Source: an optimization exercise on an open RTL-to-GDS flow (aim: small area, a short achievable clock period and few clock cycles per item). Production flows keep margins and buffers that such runs may drop.
Function was checked by simulation only, so behaviour that the tests miss may differ from the original.

==> flow/design.v, too long to show whole: its modules and the start of the top module <==
// module sha384: 1799 lines
module sha384 (
    input  wire         clk,
    input  wire         rst,            
    input  wire         in_valid,
    output wire         in_ready,
    input  wire [63:0]  in_data,        
    input  wire         in_first,       
    input  wire         in_last,        
    output wire [383:0] digest,         
    output reg          digest_valid
);
  // ...
==> flow/flow/run.sh <==
#!/bin/bash
set -euo pipefail
export SETUP_SLACK_MARGIN=${MARGIN:-6.5}
bash standard.sh > layout.log 2>&1
==> flow/standard.sh <==
#!/bin/bash
# synth_recipe.tcl (not shown) runs the flow's synth.tcl, then flattens the netlist and writes it again
# the make line also repeats each setting of config.mk as NAME=value (left out here)
make -C /OpenROAD-flow-scripts/flow DESIGN_CONFIG=/design/flow/config.mk WORK_HOME=/design/flow/orfs CLKGATE_MAP_FILE= SYNTH_SCRIPT=/design/flow/synth_recipe.tcl "${@:-finish}"
==> flow/config.mk <==
export PLATFORM = sky130hd
export DESIGN_NAME = sha384
export DESIGN_NICKNAME = sha384
export VERILOG_FILES = /design/flow/design.v
export SDC_FILE = /design/flow/constraint.sdc
export NUM_CORES = 8
export LEC_CHECK = 0
export CAP_MARGIN = 40
export CORE_MARGIN = 2
export CORE_UTILIZATION = 40
export PLACE_DENSITY = 0.72
export SLEW_MARGIN = 40
export SYNTH_MEMORY_MAX_BITS = 16384
==> flow/constraint.sdc <==
create_clock -name core_clock -period 12.0 [get_ports {clk}]
set_input_delay 2.4000 -clock core_clock [delete_from_list [all_inputs] [get_ports {clk}]]
set_output_delay 2.4000 -clock core_clock [all_outputs]
set_load 0.01 [all_outputs]
==> impl_metrics.prom, run 1 <==
# TYPE chip_impl_metric gauge
chip_impl_info{name="max_used_layer",value="met5"} 1
chip_impl_metric{name="fin_worst_skew",unit="ns"} 0.0788
chip_impl_metric{name="maximum_level_of_the_cts_h_tree",unit=""} 4
chip_impl_metric{name="initial_utilization",unit="%"} 40.1
chip_impl_metric{name="hpwlAfterDp",unit="um"} 349000
chip_impl_metric{name="met1_capacity_usage_during_global_routing",unit="%"} 47.0
chip_impl_info{name="holdCritStartpoint",value="w[6][29]$_DFF_P_"} 1
chip_impl_metric{name="longest_clk_path_bufs",unit=""} 3
chip_impl_info{name="synthMostInstantiatedCell",value="dfxtp_1"} 1
chip_impl_info{name="outcome",value="timing/DRC/antenna clean"} 1
chip_impl_metric{name="instances_no_fill",unit=""} 13759
chip_impl_metric{name="fp-row-count",unit=""} 182
chip_impl_metric{name="largest_register_ffs",unit=""} 1024
chip_impl_metric{name="postSynthAreaPerCell",unit="um2"} 10.0
chip_impl_info{name="ys_top_cells_by_count",value="dfxtp_1 (2143), inv_1 (824), nand2_1 (824)"} 1
chip_impl_metric{name="cts_repair_resizes",unit=""} 757
chip_impl_metric{name="floorplan.die.width",unit="um"} 500
chip_impl_info{name="worstPathCellList",value="xnor2_1, xnor2_2, fa_1, inv_1, fa_1, fa_1, ha_4, nand2_4, or3_4, or4_4, a21o_1, o211ai_4, o31ai_4, o41ai_4, o221ai_2, o221ai_2, a21oi_2, xnor2_1, mux2_2"} 1
chip_impl_metric{name="grt_first_pass_wirelength",unit="um"} 631000
chip_impl_metric{name="synth_cell_type_count",unit=""} 91
chip_impl_info{name="critical_path.slowest_cell",value="xnor2_2"} 1
chip_impl_metric{name="drt.antenna.violating_nets",unit=""} 0
chip_impl_metric{name="peak_per_stage_delay_on_the_critical_path",unit="ns"} 0.59
chip_impl_info{name="ys_dominant_reg_cell",value="dfxtp_1"} 1
chip_impl_metric{name="insertedDiodeCount",unit=""} 13
chip_impl_metric{name="area_post_placement",unit="mm2"} 0.107
chip_impl_info{name="synth_top_cell_by_area",value="dfxtp_1"} 1
chip_impl_metric{name="synth_mux_area_share",unit="%"} 2.36
chip_impl_metric{name="globalRouteMet2Util",unit="%"} 53.0
chip_impl_metric{name="grt_start_max_net_pins",unit=""} 109
Testbench counts, summed over its fixed seeds: cycles 191,696, blocks 2,396.
==> inputs of run 2 (changes only) <==
--- a/flow/config.mk
+++ b/flow/config.mk
@@ -10,3 +10,2 @@
 export CORE_UTILIZATION = 40
-export PLACE_DENSITY = 0.72
 export SLEW_MARGIN = 40
==> impl_metrics.prom, run 2 <==
# TYPE chip_impl_metric gauge
chip_impl_metric{name="syn_area",unit="mm2"} 0.0984
chip_impl_metric{name="final_max_slew_viol_count",unit=""} 0
chip_impl_metric{name="clkSlewWorstSetupHoldPaths",unit="ns"} 0.07
chip_impl_info{name="outcome",value="timing/DRC/antenna clean"} 1
chip_impl_metric{name="finalCriticalPeriod",unit="ns"} 5.86
chip_impl_info{name="top_registers",value="w x1024, r x512"} 1
chip_impl_info{name="clock_tree.root_cell",value="clkbuf_16"} 1
chip_impl_metric{name="first_pass_iters",unit=""} 6
chip_impl_metric{name="multi_input_area",unit="mm2"} 0.0552
chip_impl_metric{name="synth_cell_type_count",unit=""} 91
chip_impl_metric{name="floorplan.die_area",unit="mm2"} 0.250
chip_impl_info{name="timing.critical_path.from_type",value="flip-flop"} 1
chip_impl_metric{name="num_vias",unit=""} 79471
chip_impl_metric{name="area_post_placement",unit="mm2"} 0.107
chip_impl_metric{name="period_share",unit="%"} 48.8
chip_impl_info{name="ys_dominant_reg_cell",value="dfxtp_1"} 1
chip_impl_info{name="top_register",value="w"} 1
chip_impl_metric{name="synth_top_area_share",unit="%"} 43.6
chip_impl_info{name="final_common_cell",value="dfxtp_1"} 1
chip_impl_metric{name="hold_critical_path_depth",unit=""} 0
chip_impl_metric{name="nNetsFinal",unit=""} 11348
chip_impl_metric{name="relSlewSlack",unit="%"} 36.4
chip_impl_metric{name="finalHoldViolations",unit=""} 0
chip_impl_metric{name="postSynthAreaPerCell",unit="um2"} 10.0
chip_impl_info{name="ys_top_cells_by_count",value="dfxtp_1 (2143), inv_1 (824), nand2_1 (824)"} 1
chip_impl_metric{name="worst-path-max-fanout",unit=""} 6
chip_impl_metric{name="post-route-cell-area",unit="mm2"} 0.122
chip_impl_metric{name="detail_route.drc_violations",unit=""} 0
chip_impl_metric{name="synth_enable_flop_cells",unit=""} 3
chip_impl_metric{name="initial_utilization",unit="%"} 40.1
chip_impl_metric{name="io_pins",unit=""} 455
chip_impl_metric{name="hpwlAfterDp",unit="um"} 360000
chip_impl_metric{name="drt-total-wl",unit="um"} 464000
chip_impl_metric{name="grt_start_max_net_pins",unit=""} 95
chip_impl_metric{name="tns",unit="ns"} 0
chip_impl_metric{name="finalSetupViolations",unit=""} 0
chip_impl_info{name="regToRegStartpoint",value="e[40]$_SDFF_PP0_"} 1
chip_impl_metric{name="synthCells",unit=""} 9809
chip_impl_metric{name="cts_inserted_buffers",unit=""} 214
chip_impl_info{name="synth_top_cell_by_area",value="dfxtp_1"} 1
chip_impl_metric{name="seqCellArea",unit="mm2"} 0.0434
chip_impl_info{name="critical_path.slowest_cell",value="fa_2"} 1
chip_impl_metric{name="grt-ovfl-total",unit=""} 0
chip_impl_info{name="rsz0062_at_grt",value="yes"} 1
chip_impl_metric{name="longest_clk_path_bufs",unit=""} 3
chip_impl_metric{name="timing.fmax",unit="GHz"} 0.171
chip_impl_info{name="worstPathCellList",value="xor2_2, xnor2_2, fa_2, inv_1, maj3_1, fa_1, ha_2, a21o_4, a21oi_2, o21ai_0, o211ai_1, o221ai_2, a31oi_4, buf_6, a2bb2oi_4, o22ai_1, or4b_4, a31oi_4, xnor2_2, o21ai_1"} 1
chip_impl_metric{name="grt_first_pass_wirelength",unit="um"} 627000
chip_impl_metric{name="finalWeightedCongestion",unit=""} 1.05
chip_impl_info{name="worst_setup_path_end_kind",value="flip-flop"} 1
chip_impl_metric{name="ctsHoldBuffers",unit=""} 0
chip_impl_metric{name="max_capacitance_violation_count",unit=""} 0
chip_impl_metric{name="area_growth_syn_to_layout",unit="%"} 23.5
chip_impl_metric{name="peak_per_stage_delay_on_the_critical_path",unit="ns"} 0.79
chip_impl_metric{name="r2r_cells",unit=""} 20
chip_impl_metric{name="worst_slew_pin_slew",unit="ns"} 0.940
chip_impl_info{name="cts_tree",value="yes"} 1
chip_impl_metric{name="async_flop_share",unit="%"} 0
chip_impl_metric{name="timing.critical_path.arrival",unit="ns"} 6.56
chip_impl_metric{name="maximum_level_of_the_cts_h_tree",unit=""} 4
chip_impl_metric{name="synth-seq-cells",unit=""} 2146
chip_impl_info{name="layout_common_cells",value="dfxtp_1 (2014), nand2_1 (809), inv_1 (801), xnor2_1 (563), a21oi_1 (513)"} 1
chip_impl_info{name="ys_top_cells_by_area",value="dfxtp_1 (44%), fa_1 (11%), xnor2_1 (6.4%), ha_1 (5.2%), inv_1 (3.1%)"} 1
chip_impl_info{name="synthMostInstantiatedCell",value="dfxtp_1"} 1
chip_impl_metric{name="minimum_setup_slack_among_reg_to_reg_paths",unit="ns"} 6.14
chip_impl_metric{name="clock-sinks",unit=""} 2146
chip_impl_metric{name="fp.coreArea",unit="mm2"} 0.245
chip_impl_metric{name="route.detailed.vias_per_inst",unit=""} 5.78
chip_impl_info{name="critPathKind",value="reg -> reg"} 1
chip_impl_metric{name="net_count_after_synthesis",unit=""} 10814
chip_impl_metric{name="worst_skew_pair.late_latency",unit="ns"} 0.94
chip_impl_metric{name="antenna_found_initial",unit=""} 52
chip_impl_metric{name="dr.first_iter.drc_count",unit=""} 9250
chip_impl_metric{name="dieHeight",unit="um"} 500
chip_impl_info{name="holdCritStartpoint",value="w[5][27]$_DFF_P_"} 1
chip_impl_info{name="timing.hold.worst.class",value="reg -> reg"} 1
chip_impl_metric{name="post_route_cells_drive_above_1_share",unit="%"} 15.7
chip_impl_metric{name="grt_pass1_vias",unit=""} 77198
chip_impl_metric{name="yosys_warnings",unit=""} 3
chip_impl_metric{name="grt_use_total",unit="%"} 36.0
chip_impl_metric{name="nFillCells",unit=""} 22322
chip_impl_info{name="r2r_end",value="e[63]$_SDFF_PP0_"} 1
chip_impl_metric{name="fp-row-count",unit=""} 182
chip_impl_metric{name="drt.antenna.violating_nets",unit=""} 0
chip_impl_metric{name="largest_register_ffs",unit=""} 1024
chip_impl_metric{name="worstPathRequired",unit="ns"} 12.70
chip_impl_info{name="capture_endpoint_of_the_worst_hold_path",value="w[4][27]$_DFF_P_"} 1
chip_impl_metric{name="yosysSeqAreaShare",unit="%"} 43.7
chip_impl_metric{name="wl_per_cell",unit="um"} 33.7
chip_impl_metric{name="fin_worst_skew",unit="ns"} 0.124
chip_impl_metric{name="numPortBuffers",unit=""} 454
chip_impl_metric{name="floorplan.die.width",unit="um"} 500
## run 2: cell counts after synthesis
Identical to the previous run, type by type.
## run 2: critical path: cells and delay by family, from the launching register on
kind	cells	cell delay, ns
AND/OR/NAND/NOR	1	0.52
adder cells (fa/ha/maj)	4	1.99
buffers and inverters	2	0.26
flip-flops	1	0.42
AO/OA/AOI/OAI	10	1.90
XOR/XNOR	3	0.54
## run 2: how the worst max path moves through the flow
| stage | from | cells past startpoint | to |
|---|---|---|---|
| after detailed placement | e[10]$_SDFF_PP0_ | 20 | e[63]$_SDFF_PP0_ |
| final | e[40]$_SDFF_PP0_ | 20 | e[63]$_SDFF_PP0_ |
| after global routing | a[48]$_SDFF_PP1_ | 21 | r[0][62]$_DFF_P_ |
| after floorplan | hr79$_SDFF_PP0_ | 21 | r[0][63]$_DFF_P_ |
| after CTS | e[23]$_SDFF_PP1_ | 21 | r[0][56]$_DFF_P_ |
| after global placement | a[35]$_SDFF_PP1_ | 20 | a[60]$_SDFF_PP0_ |
## run 2: per-stage QoR
step	utilization, %	hold slack (ns)	instances	worst slack (ns)
6_report	49.6	0.246	13761	6.14
4_1_cts	48.6	0.241	13680	6.09
3_3_place_gp	43.4	0.310	13125	3.96
5_1_grt	49.6	0.248	13751	6.04
2_1_floorplan	-	0.310	9809	6.47
3_5_place_dp	43.5	0.312	13126	4.34
## run 2: repair_timing
item | CTS | global route
setup endpoints to repair | 354 | 180
setup buffers | 150 | 64
gates cloned | 3 | 3
pin swaps | 150 | 155
gates resized for setup | 730 | 307
## run 2: area by class of cell
type | count | share of cell area [%]
Sequential cell | 2146 | 35.7
Antenna cell | 13 | 0.0268
Multi-Input combinational cell | 6330 | 45.4
Clock inverter | 107 | 1.22
Clock buffer | 294 | 5.01
Tap cell | 3220 | 3.31
Timing Repair Buffer | 825 | 6.75
Inverter | 826 | 2.59
## run 2: logic make-up (layout without fill, tap and decap cells)
kind of cell | after synthesis | in the layout | share of synthesized area [%]
AO/OA/AOI/OAI | 2248 | 2248 | 15.1
AND/OR/NAND/NOR | 1941 | 1942 | 8.94
buffers and inverters | 1334 | 2052 | 5.11
XOR/XNOR | 941 | 941 | 8.38
other | 0 | 13 | 0
adder cells (fa/ha/maj) | 985 | 985 | 16.4
flip-flops | 2146 | 2146 | 43.7
multiplexers | 214 | 214 | 2.36
## run 2: per-layer routing
metal,share of wire (%),vias up,global-route usage [%]
met1,43,40100,49.9
met2,42,4434,53.0
met3,10,891,8.98
li1,-,34018,-
met4,5.4,28,15.7
met5,0.047,-,0
==> inputs of run 3 (changes only) <==
==> flow/flow/run.sh (replaced) <==
#!/bin/bash
set -euo pipefail
export SETUP_SLACK_MARGIN=${MARGIN:-7.0}
bash standard.sh > layout.log 2>&1
==> impl_metrics.prom, run 3 <==
# TYPE chip_impl_metric gauge
chip_impl_info{name="outcome",value="timing/DRC/antenna clean"} 1
chip_impl_metric{name="io_pins",unit=""} 455
chip_impl_metric{name="cts_inserted_buffers",unit=""} 216
chip_impl_metric{name="synth-seq-cells",unit=""} 2146
chip_impl_metric{name="net_count_after_synthesis",unit=""} 10814
chip_impl_metric{name="period_share",unit="%"} 49.6
chip_impl_metric{name="area_growth_syn_to_layout",unit="%"} 27.5
chip_impl_info{name="holdCritStartpoint",value="w[10][43]$_DFF_P_"} 1
chip_impl_metric{name="worst_slew_pin_slew",unit="ns"} 0.984
chip_impl_metric{name="peak_per_stage_delay_on_the_critical_path",unit="ns"} 0.68
chip_impl_metric{name="async_flop_share",unit="%"} 0
chip_impl_info{name="timing.critical_path.from_type",value="flip-flop"} 1
chip_impl_metric{name="maximum_level_of_the_cts_h_tree",unit=""} 4
chip_impl_metric{name="ctsHoldBuffers",unit=""} 0
chip_impl_info{name="ys_top_cells_by_area",value="dfxtp_1 (44%), fa_1 (11%), xnor2_1 (6.4%), ha_1 (5.2%), inv_1 (3.1%)"} 1
chip_impl_metric{name="fp-row-count",unit=""} 182
chip_impl_metric{name="synth_xor_xnor_area_share",unit="%"} 8.38
chip_impl_info{name="final_common_cell",value="dfxtp_1"} 1
chip_impl_metric{name="finalHoldWorstSlack",unit="ns"} 0.279
chip_impl_metric{name="largest_register_ffs",unit=""} 1024
chip_impl_info{name="timing.hold.worst.class",value="reg -> reg"} 1
chip_impl_metric{name="hold_critical_path_depth",unit=""} 0
chip_impl_metric{name="fin_worst_skew",unit="ns"} 0.127
chip_impl_info{name="timing.critical_path.from",value="e[15]$_SDFF_PP0_"} 1
chip_impl_metric{name="postSynthAreaPerCell",unit="um2"} 10.0
chip_impl_metric{name="hpwlAfterDp",unit="um"} 371000
chip_impl_metric{name="route.detailed.vias_per_inst",unit=""} 5.80
chip_impl_metric{name="nNetsFinal",unit=""} 11515
chip_impl_metric{name="finalSetupViolations",unit=""} 0
chip_impl_metric{name="longest_clk_path_bufs",unit=""} 3
chip_impl_info{name="synth_top_cell_by_area",value="dfxtp_1"} 1
chip_impl_metric{name="wl_per_cell",unit="um"} 34.9
chip_impl_info{name="cts_tree",value="yes"} 1
chip_impl_metric{name="relSlewSlack",unit="%"} 33.4
chip_impl_info{name="critical_path.slowest_cell",value="fa_2"} 1
chip_impl_metric{name="worst_skew_pair.late_latency",unit="ns"} 0.96
chip_impl_metric{name="drt.antenna.violating_nets",unit=""} 0
chip_impl_info{name="critical_path.top_delay_family",value="adder cells"} 1
chip_impl_metric{name="syn_area",unit="mm2"} 0.0984
chip_impl_info{name="clock_tree.root_cell",value="clkbuf_16"} 1
chip_impl_metric{name="floorplan.die.width",unit="um"} 500
chip_impl_info{name="rsz0062_at_grt",value="yes"} 1
chip_impl_metric{name="tns",unit="ns"} 0
chip_impl_metric{name="grt_start_max_net_pins",unit=""} 116
chip_impl_metric{name="synthCells",unit=""} 9809
chip_impl_info{name="critPathKind",value="reg -> reg"} 1
chip_impl_info{name="ys_dominant_reg_cell",value="dfxtp_1"} 1
chip_impl_info{name="worstPathCellList",value="xnor2_4, xnor2_2, fa_2, fa_1, inv_2, fa_2, inv_2, ha_4, inv_2, fa_2, nand2b_4, a21oi_4, o211ai_1, buf_4, a211o_4, o211ai_1, a21o_2, a31oi_4, o2111ai_2, a31oi_4, o21ai_2, xor2_1, mux2_4"} 1
chip_impl_metric{name="nFillCells",unit=""} 21965
chip_impl_metric{name="synth_cell_type_count",unit=""} 91
chip_impl_metric{name="grt_first_pass_wirelength",unit="um"} 654000
chip_impl_metric{name="grt-ovfl-total",unit=""} 0
chip_impl_metric{name="worst-path-max-fanout",unit=""} 3
chip_impl_metric{name="synth_top_area_share",unit="%"} 43.6
chip_impl_info{name="ys_top_cells_by_count",value="dfxtp_1 (2143), inv_1 (824), nand2_1 (824)"} 1
chip_impl_info{name="capture_endpoint_of_the_worst_hold_path",value="w[9][43]$_DFF_P_"} 1
chip_impl_metric{name="floorplan.die_area",unit="mm2"} 0.250
chip_impl_metric{name="detail_route.drc_violations",unit=""} 0
chip_impl_info{name="worst_setup_path_end_kind",value="flip-flop"} 1
chip_impl_metric{name="synth_mux_area_share",unit="%"} 2.36
chip_impl_info{name="r2r_end",value="r[4][61]$_DFF_P_"} 1
chip_impl_metric{name="post_route_cells_drive_above_1_share",unit="%"} 19.3
chip_impl_metric{name="first_pass_iters",unit=""} 6
chip_impl_metric{name="synth_compound_gate_area_share",unit="%"} 15.1
chip_impl_metric{name="worstPathBufferInverterCount",unit=""} 4
chip_impl_metric{name="clock-sinks",unit=""} 2146
chip_impl_info{name="top_register",value="w"} 1
chip_impl_metric{name="dieHeight",unit="um"} 500
chip_impl_metric{name="yosysSeqAreaShare",unit="%"} 43.7
chip_impl_info{name="layout_common_cells",value="dfxtp_1 (1965), inv_1 (794), nand2_1 (786), xnor2_1 (558), fa_1 (481)"} 1
chip_impl_metric{name="final_max_slew_viol_count",unit=""} 0
chip_impl_metric{name="finalCriticalPeriod",unit="ns"} 5.95
chip_impl_info{name="regToRegStartpoint",value="e[15]$_SDFF_PP0_"} 1
chip_impl_metric{name="initial_utilization",unit="%"} 40.1
chip_impl_metric{name="num_vias",unit=""} 80827
chip_impl_metric{name="grt_pass1_vias",unit=""} 78968
chip_impl_info{name="synth_top_family_by_area",value="adder cells"} 1
chip_impl_info{name="top_registers",value="w x1024, r x512"} 1
chip_impl_metric{name="grt_use_total",unit="%"} 37.8
chip_impl_metric{name="r2r_cells",unit=""} 23
chip_impl_metric{name="synth_fa_ha_area_share",unit="%"} 16.4
chip_impl_metric{name="clkSlewWorstSetupHoldPaths",unit="ns"} 0.07
chip_impl_metric{name="synth_enable_flop_cells",unit=""} 3
chip_impl_metric{name="max_capacitance_violation_count",unit=""} 0
chip_impl_metric{name="timing.fmax",unit="GHz"} 0.168
chip_impl_metric{name="timing.critical_path.arrival",unit="ns"} 6.67
chip_impl_metric{name="minimum_setup_slack_among_reg_to_reg_paths",unit="ns"} 6.05
chip_impl_metric{name="drt-total-wl",unit="um"} 487000
chip_impl_metric{name="synthSimpleGateAreaFrac",unit="%"} 8.94
chip_impl_metric{name="worstPathRequired",unit="ns"} 12.72
chip_impl_metric{name="finalHoldViolations",unit=""} 0
chip_impl_metric{name="dr.first_iter.drc_count",unit=""} 9006
chip_impl_info{name="synthMostInstantiatedCell",value="dfxtp_1"} 1
chip_impl_metric{name="finalWeightedCongestion",unit=""} 0.990
chip_impl_metric{name="antenna_found_initial",unit=""} 60
chip_impl_metric{name="yosys_warnings",unit=""} 3
chip_impl_metric{name="fp.coreArea",unit="mm2"} 0.245
chip_impl_metric{name="numPortBuffers",unit=""} 454
## run 3: cell count changes in the layout (fill, tap and decap cells not counted), sizes merged, moves of 2 or more
cell / before / now
buf: 365 / 520
bufinv: 18 / 33
diode: 13 / 22
clkinvlp: 25 / 19
bufbuf: 3 / 6
clkinv: 61 / 63
inv: 829 / 831
## run 3: how the worst max path moves through the flow
stage | cells past startpoint | endpoint | slack [ns]
2_1_floorplan | 23 | r[4][61]$_DFF_P_ | 6.90
3_3_place_gp | 21 | e[63]$_SDFF_PP0_ | 4.77
3_5_place_dp | 21 | e[63]$_SDFF_PP0_ | 4.86
4_1_cts | 21 | e[63]$_SDFF_PP0_ | 6.11
5_1_grt | 25 | r[4][63]$_DFF_P_ | 5.95
6_report | 23 | r[4][61]$_DFF_P_ | 6.05
## run 3: timing repair
item,CTS,global route
endpoints found under the setup margin,489,314
pin swaps,276,187
gates cloned,10,7
setup buffers,233,128
gates resized for setup,1049,410
## run 3: through the flow
stage               util [%]  area (um2)  worst slack, ns  instances
finish                  51.1      125000             6.05      13944
global route            51.1      125000             5.95      13923
CTS                     49.8      122000             6.11      13786
detailed placement      43.7      107000             4.86      13133
global placement        43.6      107000             4.77      13128
floorplan                  -       99000             6.90       9809
## run 3: routing by layer
| layer | track usage (%) | up-vias | part of all wire, % |
|---|---|---|---|
| met3 | 10.3 | 919 | 11 |
| met4 | 15.7 | 28 | 5.0 |
| li1 | - | 34383 | - |
| met2 | 53.9 | 4573 | 41 |
| met1 | 53.4 | 40924 | 43 |
| met5 | 0.289 | - | 0.050 |
## run 3: cell families after synthesis
kind of cell,count (synthesis)
adders and majority gates,985
xor gates and xnor gates,941
and+or+nand+nor,1941
AOI/OAI and AO/OA,2248
buffers and inverters,1334
DFF,2146
muxes,214
## run 3: worst reg2reg max path, delay by kind of cell, from the launching register on
family / cells / cell delay, ns
buf+inv: 4 / 0.37
flops: 1 / 0.37
compound gates: 9 / 2.09
xor+xnor: 3 / 0.43
fa+ha+maj: 5 / 2.08
simple gates: 1 / 0.17
mux: 1 / 0.27
## run 3: cell type report
class	instances	area [um2]	area share, %
multi-input combinational	6333	56700	45.2
sequential	2146	43400	34.6
timing repair buffer	986	9970	7.95
clock buffer	291	6100	4.86
tap	3220	4030	3.21
inverter	826	3170	2.52
clock inverter	119	1930	1.54
antenna	22	55.1	0.0439
timing repair inverter	1	11.3	0.00898
==> inputs of run 4 (changes only) <==
==> flow/flow/run.sh (replaced) <==
#!/bin/bash
set -euo pipefail
export SETUP_SLACK_MARGIN=${MARGIN:-6.5}
bash standard.sh > layout.log 2>&1
--- a/flow/config.mk
+++ b/flow/config.mk
@@ -7,6 +7,6 @@
 export LEC_CHECK = 0
-export CAP_MARGIN = 40
+export CAP_MARGIN = 20
 export CORE_MARGIN = 2
 export CORE_UTILIZATION = 40
-export SLEW_MARGIN = 40
+export SLEW_MARGIN = 20
 export SYNTH_MEMORY_MAX_BITS = 16384
==> impl_metrics.prom, run 4 <==
# TYPE chip_impl_metric gauge
chip_impl_info{name="outcome",value="timing/DRC/antenna clean"} 1
chip_impl_metric{name="period_share",unit="%"} 49.2
chip_impl_metric{name="wl_per_cell",unit="um"} 33.7
chip_impl_info{name="capture_endpoint_of_the_worst_hold_path",value="w[5][30]$_DFF_P_"} 1
chip_impl_metric{name="final_max_slew_viol_count",unit=""} 0
chip_impl_info{name="top_registers",value="w x1024, r x512"} 1
chip_impl_metric{name="clock-sinks",unit=""} 2146
chip_impl_info{name="layout_common_cells",value="dfxtp_1 (2015), nand2_1 (808), inv_1 (801), xnor2_1 (573), a21oi_1 (517)"} 1
chip_impl_info{name="worst_setup_path_end_kind",value="flip-flop"} 1
chip_impl_metric{name="post_route_cells_drive_above_1_share",unit="%"} 15.5
chip_impl_metric{name="ctsHoldBuffers",unit=""} 0
chip_impl_info{name="top_register",value="w"} 1
chip_impl_metric{name="floorplan.die_area",unit="mm2"} 0.250
chip_impl_metric{name="final_core_utilization",unit="%"} 49.4
chip_impl_metric{name="yosysSeqAreaShare",unit="%"} 43.7
chip_impl_info{name="holdCritStartpoint",value="w[6][30]$_DFF_P_"} 1
chip_impl_metric{name="synth_cell_type_count",unit=""} 91
chip_impl_metric{name="largest_register_ffs",unit=""} 1024
chip_impl_metric{name="timing.critical_path.arrival",unit="ns"} 6.63
chip_impl_metric{name="net_count_after_synthesis",unit=""} 10814
chip_impl_metric{name="r2r_cells",unit=""} 24
chip_impl_metric{name="finalSetupViolations",unit=""} 0
chip_impl_info{name="rsz0062_at_grt",value="yes"} 1
chip_impl_metric{name="clkSlewWorstSetupHoldPaths",unit="ns"} 0.07
chip_impl_metric{name="finalHoldViolations",unit=""} 0
chip_impl_metric{name="async_flop_share",unit="%"} 0
chip_impl_info{name="ys_dominant_reg_cell",value="dfxtp_1"} 1
chip_impl_info{name="timing.hold.worst.class",value="reg -> reg"} 1
chip_impl_metric{name="grt_use_total",unit="%"} 36.0
chip_impl_metric{name="nNetsFinal",unit=""} 11347
chip_impl_metric{name="finalWeightedCongestion",unit=""} 1.05
chip_impl_metric{name="cts_inserted_buffers",unit=""} 214
chip_impl_metric{name="synth_enable_flop_cells",unit=""} 3
chip_impl_metric{name="route.detailed.vias_per_inst",unit=""} 5.79
chip_impl_info{name="cts_tree",value="yes"} 1
chip_impl_metric{name="io_pins",unit=""} 455
chip_impl_metric{name="fp-row-count",unit=""} 182
chip_impl_metric{name="nFillCells",unit=""} 22231
chip_impl_metric{name="worstPathRequired",unit="ns"} 12.73
chip_impl_info{name="critPathKind",value="reg -> reg"} 1
chip_impl_metric{name="worst_slew_pin_slew",unit="ns"} 1.38
chip_impl_metric{name="detail_route.drc_violations",unit=""} 0
chip_impl_metric{name="num_vias",unit=""} 79711
chip_impl_metric{name="grt_start_max_net_pins",unit=""} 95
chip_impl_metric{name="hpwlAfterDp",unit="um"} 360000
chip_impl_metric{name="numPortBuffers",unit=""} 454
chip_impl_metric{name="fin_worst_skew",unit="ns"} 0.127
chip_impl_metric{name="tns",unit="ns"} 0
chip_impl_metric{name="worst_skew_pair.late_latency",unit="ns"} 0.94
chip_impl_info{name="ys_top_cells_by_count",value="dfxtp_1 (2143), inv_1 (824), nand2_1 (824)"} 1
chip_impl_metric{name="synthCells",unit=""} 9809
chip_impl_metric{name="drt-total-wl",unit="um"} 464000
chip_impl_metric{name="dr.first_iter.drc_count",unit=""} 9014
chip_impl_metric{name="drt.antenna.violating_nets",unit=""} 0
chip_impl_info{name="synth_top_cell_by_area",value="dfxtp_1"} 1
chip_impl_metric{name="grt-ovfl-total",unit=""} 0
chip_impl_metric{name="longest_clk_path_bufs",unit=""} 3
chip_impl_metric{name="first_pass_iters",unit=""} 6
chip_impl_info{name="regToRegStartpoint",value="e[42]$_SDFF_PP1_"} 1
chip_impl_metric{name="grt_first_pass_wirelength",unit="um"} 627000
chip_impl_metric{name="dieHeight",unit="um"} 500
chip_impl_metric{name="minimum_setup_slack_among_reg_to_reg_paths",unit="ns"} 6.10
chip_impl_info{name="clock_tree.root_cell",value="clkbuf_16"} 1
chip_impl_info{name="final_common_cell",value="dfxtp_1"} 1
chip_impl_metric{name="area_growth_syn_to_layout",unit="%"} 23.2
chip_impl_metric{name="floorplan.die.width",unit="um"} 500
chip_impl_metric{name="timing.fmax",unit="GHz"} 0.170
chip_impl_metric{name="post-place-ws",unit="ns"} 4.36
chip_impl_metric{name="fp.coreArea",unit="mm2"} 0.245
chip_impl_metric{name="timing.final.ws_setup",unit="ns"} 6.10
chip_impl_metric{name="worst-path-max-fanout",unit=""} 4
chip_impl_metric{name="max_capacitance_violation_count",unit=""} 0
chip_impl_metric{name="initial_utilization",unit="%"} 40.1
chip_impl_metric{name="synth-seq-cells",unit=""} 2146
chip_impl_metric{name="maximum_level_of_the_cts_h_tree",unit=""} 4
chip_impl_info{name="r2r_end",value="r[4][61]$_DFF_P_"} 1
chip_impl_metric{name="grt_pass1_vias",unit=""} 77443
chip_impl_metric{name="relSlewSlack",unit="%"} 7.62
chip_impl_metric{name="hold_critical_path_depth",unit=""} 0
chip_impl_metric{name="finalCriticalPeriod",unit="ns"} 5.90
chip_impl_info{name="timing.critical_path.from_type",value="flip-flop"} 1
chip_impl_metric{name="postSynthAreaPerCell",unit="um2"} 10.0
chip_impl_metric{name="syn_area",unit="mm2"} 0.0984
chip_impl_metric{name="antenna_found_initial",unit=""} 62
chip_impl_metric{name="yosys_warnings",unit=""} 3
chip_impl_info{name="ys_top_cells_by_area",value="dfxtp_1 (44%), fa_1 (11%), xnor2_1 (6.4%), ha_1 (5.2%), inv_1 (3.1%)"} 1
chip_impl_info{name="synthMostInstantiatedCell",value="dfxtp_1"} 1
chip_impl_metric{name="synth_top_area_share",unit="%"} 43.6
[run 4: layer usage]
metal	track usage (%)	vias to the layer above	wire length (um)	part of all wire (%)
li1	-	34005	-	-
met1	49.7	40276	198000	43
met2	53.0	4426	195000	42
met3	8.81	970	45400	9.8
met4	16.4	34	25400	5.5
met5	0	-	285	0.061
[run 4: worst max-delay path by stage]
stage | from | depth (start not counted) | to
global route | a[48]$_SDFF_PP1_ | 22 | r[0][63]$_DFF_P_
detailed placement | e[10]$_SDFF_PP0_ | 20 | e[63]$_SDFF_PP0_
global placement | a[35]$_SDFF_PP1_ | 20 | a[60]$_SDFF_PP0_
finish | e[42]$_SDFF_PP1_ | 24 | r[4][61]$_DFF_P_
CTS | e[27]$_SDFF_PP1_ | 21 | r[0][56]$_DFF_P_
floorplan | hr79$_SDFF_PP0_ | 21 | r[0][63]$_DFF_P_
[run 4: final cells by class]
class / instances / area [um2] / share of cell area [%]
inverter: 826 / 3140 / 2.59
clock inverter: 103 / 1500 / 1.24
tap: 3220 / 4030 / 3.32
clock buffer: 294 / 6120 / 5.05
timing repair buffer: 824 / 8070 / 6.66
multi-input combinational: 6330 / 55000 / 45.3
sequential: 2146 / 43400 / 35.8
antenna: 23 / 57.6 / 0.0475
[run 4: repair_timing]
item                       CTS  global route
setup endpoints to repair  432           172
hold endpoints to repair     0             0
gates cloned                 4             1
setup buffers              139            77
resized for setup          726           329
pin swaps                  162           160
[run 4: through the flow]
| step | area, um2 | hold slack [ns] | std cells |
|---|---|---|---|
| 4_1_cts | 119000 | 0.234 | 13665 |
| 3_3_place_gp | 106000 | 0.310 | 13125 |
| 3_5_place_dp | 106000 | 0.312 | 13125 |
| 6_report | 121000 | 0.246 | 13766 |
| 2_1_floorplan | 98400 | 0.310 | 9809 |
| 5_1_grt | 121000 | 0.234 | 13746 |
[run 4: cell families (layout without fill, tap and decap cells)]
group,after synthesis,in the layout,synth area share (%)
xor gates and xnor gates,941,941,8.38
and+or+nand+nor,1941,1942,8.94
AOI/OAI and AO/OA,2248,2248,15.1
other,0,23,0
muxes,214,214,2.36
buffers and inverters,1334,2047,5.11
DFF,2146,2146,43.7
adders and majority gates,985,985,16.4
[run 4: critical path, stage by stage, from the launching register on]
cell and delay (ns):
dfxtp_4 0.45, xnor2_4 0.15, xnor2_2 0.14, fa_2 0.51, fa_2 0.58, inv_4 0.05, fa_1 0.47, inv_2 0.10
ha_4 0.16, inv_2 0.04, fa_2 0.35, nand2b_4 0.17, a21oi_4 0.13, o211ai_1 0.12, a211o_2 0.44, o211ai_1 0.20
buf_4 0.19, a21o_4 0.20, a31oi_4 0.15, o2111ai_2 0.26, a31oi_2 0.16, o21ai_1 0.20, xor2_1 0.09, buf_4 0.16
mux2_2 0.27

==> static timing again, ports no longer ideal <==
No port has a modelled driver above. Below, the same layouts with a new extraction and two added sets of constraints.
Step 1 assumes that a clkbuf_16 drives the clock port and a buf_2 every other input.
Step 2 moves the port delays by t, midway between the first and last clock arrival at a register: inputs arrive t later, outputs are due t later. That takes back most of the time a late clock gives input paths.
a / b / c = ideal / step 1 / step 2; a / b = the first two.
run | t (ns) | slack for setup (ns) | worst slew at a driven data input, ns
run 1 | 0.963 | 6.013 / 6.013 / 6.013 | 0.05
run 2 | 0.981 | 6.141 / 6.141 / 6.141 | 0.05
run 3 | 0.991 | 6.046 / 6.046 / 6.046 | 0.05
run 4 | 0.979 | 6.101 / 6.101 / 5.905 | 0.05
After both steps every run listed still meets setup and hold. The setup slack of run 4, which loses most, moves by 0.000 ns with the drivers and by -0.196 ns with both steps.
